From an optimization exercise on the open Yosys and OpenROAD flow, aimed at small area, a short achievable clock period and few clock cycles per item; shortcuts taken in it are not production practice. The RTL was checked by simulation tests, not by an equivalence proof against the original design. Power figures rest on the tool's default switching activity, not on a simulated workload.

==> flow/design.v <==
module sha384_k (
    input  wire [6:0]  idx,
    output reg  [63:0] k
);
    always @(*) begin
        case (idx)
            7'd0: k = 64'h428a2f98d728ae22;
            7'd1: k = 64'h7137449123ef65cd;
            7'd2: k = 64'hb5c0fbcfec4d3b2f;
            7'd3: k = 64'he9b5dba58189dbbc;
            7'd4: k = 64'h3956c25bf348b538;
            7'd5: k = 64'h59f111f1b605d019;
            7'd6: k = 64'h923f82a4af194f9b;
            7'd7: k = 64'hab1c5ed5da6d8118;
            7'd8: k = 64'hd807aa98a3030242;
            7'd9: k = 64'h12835b0145706fbe;
            7'd10: k = 64'h243185be4ee4b28c;
            7'd11: k = 64'h550c7dc3d5ffb4e2;
            7'd12: k = 64'h72be5d74f27b896f;
            7'd13: k = 64'h80deb1fe3b1696b1;
            7'd14: k = 64'h9bdc06a725c71235;
            7'd15: k = 64'hc19bf174cf692694;
            7'd16: k = 64'he49b69c19ef14ad2;
            7'd17: k = 64'hefbe4786384f25e3;
            7'd18: k = 64'h0fc19dc68b8cd5b5;
            7'd19: k = 64'h240ca1cc77ac9c65;
            7'd20: k = 64'h2de92c6f592b0275;
            7'd21: k = 64'h4a7484aa6ea6e483;
            7'd22: k = 64'h5cb0a9dcbd41fbd4;
            7'd23: k = 64'h76f988da831153b5;
            7'd24: k = 64'h983e5152ee66dfab;
            7'd25: k = 64'ha831c66d2db43210;
            7'd26: k = 64'hb00327c898fb213f;
            7'd27: k = 64'hbf597fc7beef0ee4;
            7'd28: k = 64'hc6e00bf33da88fc2;
            7'd29: k = 64'hd5a79147930aa725;
            7'd30: k = 64'h06ca6351e003826f;
            7'd31: k = 64'h142929670a0e6e70;
            7'd32: k = 64'h27b70a8546d22ffc;
            7'd33: k = 64'h2e1b21385c26c926;
            7'd34: k = 64'h4d2c6dfc5ac42aed;
            7'd35: k = 64'h53380d139d95b3df;
            7'd36: k = 64'h650a73548baf63de;
            7'd37: k = 64'h766a0abb3c77b2a8;
            7'd38: k = 64'h81c2c92e47edaee6;
            7'd39: k = 64'h92722c851482353b;
            7'd40: k = 64'ha2bfe8a14cf10364;
            7'd41: k = 64'ha81a664bbc423001;
            7'd42: k = 64'hc24b8b70d0f89791;
            7'd43: k = 64'hc76c51a30654be30;
            7'd44: k = 64'hd192e819d6ef5218;
            7'd45: k = 64'hd69906245565a910;
            7'd46: k = 64'hf40e35855771202a;
            7'd47: k = 64'h106aa07032bbd1b8;
            7'd48: k = 64'h19a4c116b8d2d0c8;
            7'd49: k = 64'h1e376c085141ab53;
            7'd50: k = 64'h2748774cdf8eeb99;
            7'd51: k = 64'h34b0bcb5e19b48a8;
            7'd52: k = 64'h391c0cb3c5c95a63;
            7'd53: k = 64'h4ed8aa4ae3418acb;
            7'd54: k = 64'h5b9cca4f7763e373;
            7'd55: k = 64'h682e6ff3d6b2b8a3;
            7'd56: k = 64'h748f82ee5defb2fc;
            7'd57: k = 64'h78a5636f43172f60;
            7'd58: k = 64'h84c87814a1f0ab72;
            7'd59: k = 64'h8cc702081a6439ec;
            7'd60: k = 64'h90befffa23631e28;
            7'd61: k = 64'ha4506cebde82bde9;
            7'd62: k = 64'hbef9a3f7b2c67915;
            7'd63: k = 64'hc67178f2e372532b;
            7'd64: k = 64'hca273eceea26619c;
            7'd65: k = 64'hd186b8c721c0c207;
            7'd66: k = 64'heada7dd6cde0eb1e;
            7'd67: k = 64'hf57d4f7fee6ed178;
            7'd68: k = 64'h06f067aa72176fba;
            7'd69: k = 64'h0a637dc5a2c898a6;
            7'd70: k = 64'h113f9804bef90dae;
            7'd71: k = 64'h1b710b35131c471b;
            7'd72: k = 64'h28db77f523047d84;
            7'd73: k = 64'h32caab7b40c72493;
            7'd74: k = 64'h3c9ebe0a15c9bebc;
            7'd75: k = 64'h431d67c49c100d4c;
            7'd76: k = 64'h4cc5d4becb3e42b6;
            7'd77: k = 64'h597f299cfc657e2a;
            7'd78: k = 64'h5fcb6fab3ad6faec;
            7'd79: k = 64'h6c44198c4a475817;
            default: k = 64'h0;
        endcase
    end
endmodule
module bn_sha384 (
    input  wire         clk,
    input  wire         rst,
    input  wire         in_valid,
    output wire         in_ready,
    input  wire [63:0]  in_data,
    input  wire         in_first,
    output reg          out_valid,
    output wire [383:0] out_digest
);
    localparam [1:0] S_LOAD = 2'd0, S_ROUND = 2'd1, S_FINISH = 2'd2;
    localparam [63:0] IV0 = 64'hcbbb9d5dc1059ed8, IV1 = 64'h629a292a367cd507,
                      IV2 = 64'h9159015a3070dd17, IV3 = 64'h152fecd8f70e5939,
                      IV4 = 64'h67332667ffc00b31, IV5 = 64'h8eb44a8768581511,
                      IV6 = 64'hdb0c2e0d64f98fa7, IV7 = 64'h47b5481dbefa4fa4;
    reg [1:0]  state;
    reg [6:0]  cnt;            
    reg [63:0] h0, h1, h2, h3, h4, h5, h6, h7;
    reg [63:0] a, b, c, d, e, f, g, h;
    reg [1023:0] wv;
    wire [63:0] w0  = wv[63:0];
    wire [63:0] w1  = wv[127:64];
    wire [63:0] w9  = wv[639:576];
    wire [63:0] w14 = wv[959:896];
    assign in_ready   = (state == S_LOAD);
    assign out_digest = {h0, h1, h2, h3, h4, h5};
    function [63:0] rotr(input [63:0] x, input integer n);
        rotr = (x >> n) | (x << (64 - n));
    endfunction
    wire [63:0] k_t;
    sha384_k u_k (.idx(cnt), .k(k_t));
    wire [63:0] big_s1 = rotr(e, 14) ^ rotr(e, 18) ^ rotr(e, 41);
    wire [63:0] ch     = (e & f) ^ (~e & g);
    wire [63:0] t1     = h + big_s1 + ch + k_t + w0;
    wire [63:0] big_s0 = rotr(a, 28) ^ rotr(a, 34) ^ rotr(a, 39);
    wire [63:0] maj    = (a & b) ^ (a & c) ^ (b & c);
    wire [63:0] t2     = big_s0 + maj;
    wire [63:0] sm0    = rotr(w1, 1) ^ rotr(w1, 8) ^ (w1 >> 7);
    wire [63:0] sm1    = rotr(w14, 19) ^ rotr(w14, 61) ^ (w14 >> 6);
    wire [63:0] w_next = sm1 + w9 + sm0 + w0;
    wire accept = in_valid && in_ready;
    always @(posedge clk) begin
        if (rst) begin
            state     <= S_LOAD;
            cnt       <= 7'd0;
            out_valid <= 1'b0;
        end else begin
            out_valid <= 1'b0;
            case (state)
                S_LOAD: begin
                    if (accept) begin
                        wv <= {in_data, wv[1023:64]};
                        if (cnt == 7'd0 && in_first) begin
                            h0 <= IV0; h1 <= IV1; h2 <= IV2; h3 <= IV3;
                            h4 <= IV4; h5 <= IV5; h6 <= IV6; h7 <= IV7;
                        end
                        if (cnt == 7'd15) begin
                            a <= h0; b <= h1; c <= h2; d <= h3;
                            e <= h4; f <= h5; g <= h6; h <= h7;
                            cnt   <= 7'd0;
                            state <= S_ROUND;
                        end else begin
                            cnt <= cnt + 7'd1;
                        end
                    end
                end
                S_ROUND: begin
                    h <= g;
                    g <= f;
                    f <= e;
                    e <= d + t1;
                    d <= c;
                    c <= b;
                    b <= a;
                    a <= t1 + t2;
                    wv <= {w_next, wv[1023:64]};
                    if (cnt == 7'd79) begin
                        cnt   <= 7'd0;
                        state <= S_FINISH;
                    end else begin
                        cnt <= cnt + 7'd1;
                    end
                end
                S_FINISH: begin
                    h0 <= h0 + a; h1 <= h1 + b; h2 <= h2 + c; h3 <= h3 + d;
                    h4 <= h4 + e; h5 <= h5 + f; h6 <= h6 + g; h7 <= h7 + h;
                    out_valid <= 1'b1;
                    state     <= S_LOAD;
                end
                default: state <= S_LOAD;
            endcase
        end
    end
endmodule
==> flow/run.sh <==
#!/bin/bash
# synth_recipe.tcl (not shown) runs the flow's synth.tcl, then flattens the netlist and writes it again
# the make line also repeats each setting of config.mk as NAME=value (left out here)
make -C /OpenROAD-flow-scripts/flow DESIGN_CONFIG=/design/flow/config.mk WORK_HOME=/design/flow/orfs CLKGATE_MAP_FILE= SYNTH_SCRIPT=/design/flow/synth_recipe.tcl finish
==> flow/config.mk <==
export PLATFORM = sky130hd
export DESIGN_NAME = bn_sha384
export DESIGN_NICKNAME = bn_sha384
export VERILOG_FILES = /design/flow/design.v
export SDC_FILE = /design/flow/constraint.sdc
export NUM_CORES = 4
export LEC_CHECK = 0
export CAP_MARGIN = 20
export CORE_MARGIN = 2
export CORE_UTILIZATION = 40
export PLACE_DENSITY = 0.6
export SLEW_MARGIN = 20
export SYNTH_MEMORY_MAX_BITS = 16384
==> flow/constraint.sdc <==
create_clock -name core_clock -period 15.0 [get_ports {clk}]
set_input_delay 3.0000 -clock core_clock [delete_from_list [all_inputs] [get_ports {clk}]]
set_output_delay 3.0000 -clock core_clock [all_outputs]
set_load 0.01 [all_outputs]
==> summary.txt <==
==> layout make-up <==
class                      count  area, µm²  share of cell area (%)
timing repair buffer         633       6040                    3.94
multi-input combinational   9659      66900                    43.7
tap                         4536       5680                    3.71
clock buffer                 281       6120                    4.00
inverter                    1011       3800                    2.48
clock inverter               159       1500                   0.981
sequential                  2122      63000                    41.1
antenna                       22       55.1                  0.0360
==> critical path: cells and delay by family (launching register included) <==
kind / cells / cell delay (ns)
compound gates: 20 / 5.28
buf+inv: 3 / 0.19
simple gates: 3 / 0.37
fa+ha+maj: 6 / 2.20
xor+xnor: 5 / 1.65
flops: 1 / 0.54
==> cells by family after synthesis <==
logic type | after synthesis | synth area share [%]
compound gates | 3320 | 15.4
xor+xnor | 1202 | 7.74
fa+ha+maj | 1171 | 12.9
mux | 74 | 0.574
flops | 2122 | 46.3
simple gates | 3892 | 12.4
buf+inv | 1667 | 4.62
==> worst max-delay path by stage <==
stage | endpoint | cells past startpoint
4_1_cts | a[63] | 37
5_1_grt | a[61] | 36
6_report | a[63] | 37
3_5_place_dp | a[63] | 37
2_1_floorplan | a[0] | 3
3_3_place_gp | a[63] | 37
==> synth_stat cells, types with 23 or more instances <==
master | number | area, µm²
a21o_1 | 611 | 4590
a31oi_1 | 129 | 807
o21ai_1 | 64 | 320
a21boi_0 | 29 | 218
xnor2_1 | 700 | 6130
o31ai_1 | 58 | 435
o311ai_0 | 23 | 201
nand4_1 | 149 | 932
and3_1 | 90 | 563
nand2_1 | 2195 | 8240
o21a_1 | 77 | 578
mux2i_1 | 51 | 510
ha_1 | 777 | 9720
nand2b_1 | 117 | 732
or2_2 | 25 | 156
o211ai_1 | 60 | 450
dfxtp_1 | 74 | 1480
clkbuf_1 | 591 | 2220
fa_1 | 391 | 7830
buf_1 | 38 | 143
nor2b_1 | 105 | 657
nor2_1 | 678 | 2540
a21oi_1 | 915 | 4580
nor3_1 | 147 | 736
o21bai_1 | 144 | 1080
buf_2 | 27 | 135
a211oi_1 | 92 | 691
and2_1 | 61 | 382
or3_1 | 27 | 169
nand3_1 | 185 | 926
a211o_1 | 23 | 201
a311oi_1 | 33 | 289
a221oi_1 | 32 | 280
o22ai_1 | 44 | 275
inv_1 | 1006 | 3780
xor2_1 | 502 | 4400
o21ai_0 | 750 | 3750
edfxtp_1 | 2048 | 61500
a221o_1 | 25 | 250
nor4_1 | 26 | 163
==> through the flow <==
step | power, mW | hold WS (ns) | setup WS, ns
6_report | 20.9 | 0.365 | 4.47
5_1_grt | 21.7 | 0.370 | 3.93
4_1_cts | 20.7 | 0.355 | 4.62
3_5_place_dp | 14.8 | 0.405 | 4.72
3_3_place_gp | 14.9 | 0.400 | 4.79
2_1_floorplan | 12.1 | 0.400 | -51.81
==> routing by layer <==
layer  wire, µm  vias to the layer above  global-route usage, %
met5        385                        -                      0
met4      32100                       30                   14.9
met3      62100                     1133                   6.71
met2     232000                     6500                   44.9
met1     238000                    53900                   45.6
li1           -                    47900                      -
==> power by group through the flow <==
stage | sequential (mW) | clock [mW] | combinational, mW
2_1_floorplan | 6.97 | 0 | 5.11
3_3_place_gp | 6.89 | 0 | 7.97
3_5_place_dp | 6.89 | 0 | 7.90
4_1_cts | 6.77 | 5.95 | 7.97
5_1_grt | 6.78 | 6.15 | 8.75
6_report | 6.77 | 5.86 | 8.26
==> summary.txt <==
----------------------------------------------------
[Worst setup path]
  Worst Setup Start Kind ... flip-flop
  Endpoint kind of the worst setup timing path ... flip-flop
  Delay of the slowest cell on the worst path ... 0.80 ns
  Worst R2R End ... a[63]
  Register-to-Register Setup Slack ... between 4 and 5 ns
  Critical path class ... reg -> reg
  Length in cells of the worst reg-to-reg path ... 37
  CP required ... 15.67 ns
  Critical Path Fanout Max ... 6
  Data arrival at the endpoint of the critical path ... between 10 and 15 ns
  Dominant cell type by count on the critical path ... fa_1
  Worst setup path startpoint ... e[19]
  Master of the slowest instance on the critical path ... xnor2_1
  Reg-to-Reg Start ... e[19]

[Min path]
  Startpoint of the lowest-slack hold path ... wv[689]
  Worst-case hold path end point ... wv[625]
  Worst Hold Path Cells ... 0
  Min-delay worst type ... reg -> reg

[Power]
  Part of the total power dissipated in sequential elements ... 32.4%
  Combinational share of power ... 39.5%
  Peak supply drop ... 0.134 mV
  Power Density ... 136 nW/µm²
  Static power due to leakage ... between 50 and 60 nW
  Proportion of power drawn by the clock network ... 28.0%
  Fraction of power spent switching nets ... 39.2%
  Internal Dissipation ... between 10 and 15 mW
  Sw power ... approximately 8 mW

[Synthesis]
  Proportion of synthesized chip area in sequential cells ... ~46%
  Synth async-reset ratio ... 0%
  Syn Std Cell Area ... ~140000 µm²
  Cell count after synthesis ... ~13000
  Dominant register cell in the synthesized netlist ... edfxtp_1
  Flops & latches, synth ... approximately 2100
  Total of warnings raised by yosys ... 2
  Post-Synthesis Mean Instance Area ... a little over 10 µm²
  EDFF count, synth ... between 2000 and 2500
  Synthesized netlist net count ... between 10000 and 15000
  Post-synth cell types ... a little under 100

[Finish]
  Largest register FFs ... approximately 1000
  Number of cells in the finished layout apart from fillers ... between 15000 and 20000
  Layout fillers ... about 32000
  Post-layout net count ... roughly 15000
  Final core utilization ... between 40 and 50%
  Register name with the most flops ... wv
  Commonest non-fill, non-tap cell in the layout ... nand2_1
  Area grow syn2layout ... 12.5%
  Fraction of layout cells with a size suffix above 1 ... around 4.6%
  Post-route cell area ... approximately 150000 µm²
  Commonest cells after routing, fill and taps aside ... nand2_1, edfxtp_1, inv_1, a21oi_1, ha_1

[STA]
  Transition time of the tightest slew-check pin ... ~1.3 ns
  Final setup skew ... 0.0951 ns
  Max Clock Freq ... approximately 95 MHz
  Shortest clock period the worst path allows after layout ... approximately 11 ns
  Fin crit share ... between 70% and 80%
  Worst rel slew slack ... between 10 and 15%
  Final total negative setup slack ... 0 ns
  Count of final hold-check violations ... 0
  RSZ-0062 raised after global routing ... false
  Max-slew violation total from the final report ... 0
  Total setup violations reported at the end of the flow ... 0

[Floorplanning]
  Height of the chip ... around 590 µm
  Row cnt ... roughly 210
  Total Die Area ... around 340000 µm²
  Initial Utilization ... around 40%
  Area of the placeable core ... approximately 340000 µm²
  Ports ... approximately 450
  Die width ... around 590 µm

[Placement]
  Cell total after placement ... ~18000
  Cell area after placement ... 145000 µm²
  Port Buf Inserts ... 453
  Routability congestion estimate ... approximately 1.1
  DPL Wire Length ... 437000 µm

[CTS]
  CTS H-tree depth ... 4
  Later-pin clock latency in the skew report ... 1.00 ns
  Post-cts repair resize count ... 0
  CTS Buf Count ... around 240
  Clock tree from TritonCTS ... built
  Root buffer cell ... clkbuf_16
  Buffer depth of the longest clock path ... 4
  Number of hold-repair buffers added at the cts stage ... 0
  Clock tree sinks ... 2122
  # Post-CTS Setup Buffers ... 0
  Clk pin slew, worst setup/hold paths ... around 0.070 ns

[Drt]
  Final WL ... between 500000 and 600000 µm
  Detailed-route via count ... 109000
  DRC errors left ... 0
  Detail Route Antenna Nets ... 0
  Initial drt markers ... 15600
  Number of vias per cell ... about 5.9
  WL per Instance ... roughly 31 µm
  Pre-Repair DR Iteration Count ... 9

[Global routing]
  GRT Total Usage ... roughly a third
  Vias in the first global route ... between 100k and 150k
  Grt ovf ... 0
  Largest net degree at the start of global routing ... between 200 and 250
  Wire length of the first global-routing pass ... ~780000 µm
  Initial antenna violation count ... 57

[Run status]
  Result of the run ... no timing/DRC/antenna violations

[Job]
  Max Cap Violations ... 0

----------------------------------------------------
Testbench counts, summed over its fixed seeds: cycles 37,248, blocks 384.

==> static timing again, ports no longer ideal <==
The results above use ideal ports. As a check the final layout listed here was re-extracted and re-timed, cells and wires unchanged.
Step 1: set_driving_cell puts a clkbuf_16 on clk and a buf_2 on each other input, an assumption about the parent block.
Step 2 moves the port delays by t, midway between the first and last clock arrival at a register: inputs arrive t later, outputs are due t later. That takes back most of the time a late clock gives input paths.
a / b / c = ideal / step 1 / step 2; a / b = the first two.
t (ns): 1.057
setup slack, ns: 4.469 / 4.469 / 4.469
worst setup path at the end: register to register
cell pins on the clock port's net: 1
After both steps this run still meets setup and hold. The setup slack of this run moves by 0.000 ns with the drivers and by 0.000 ns with both steps.
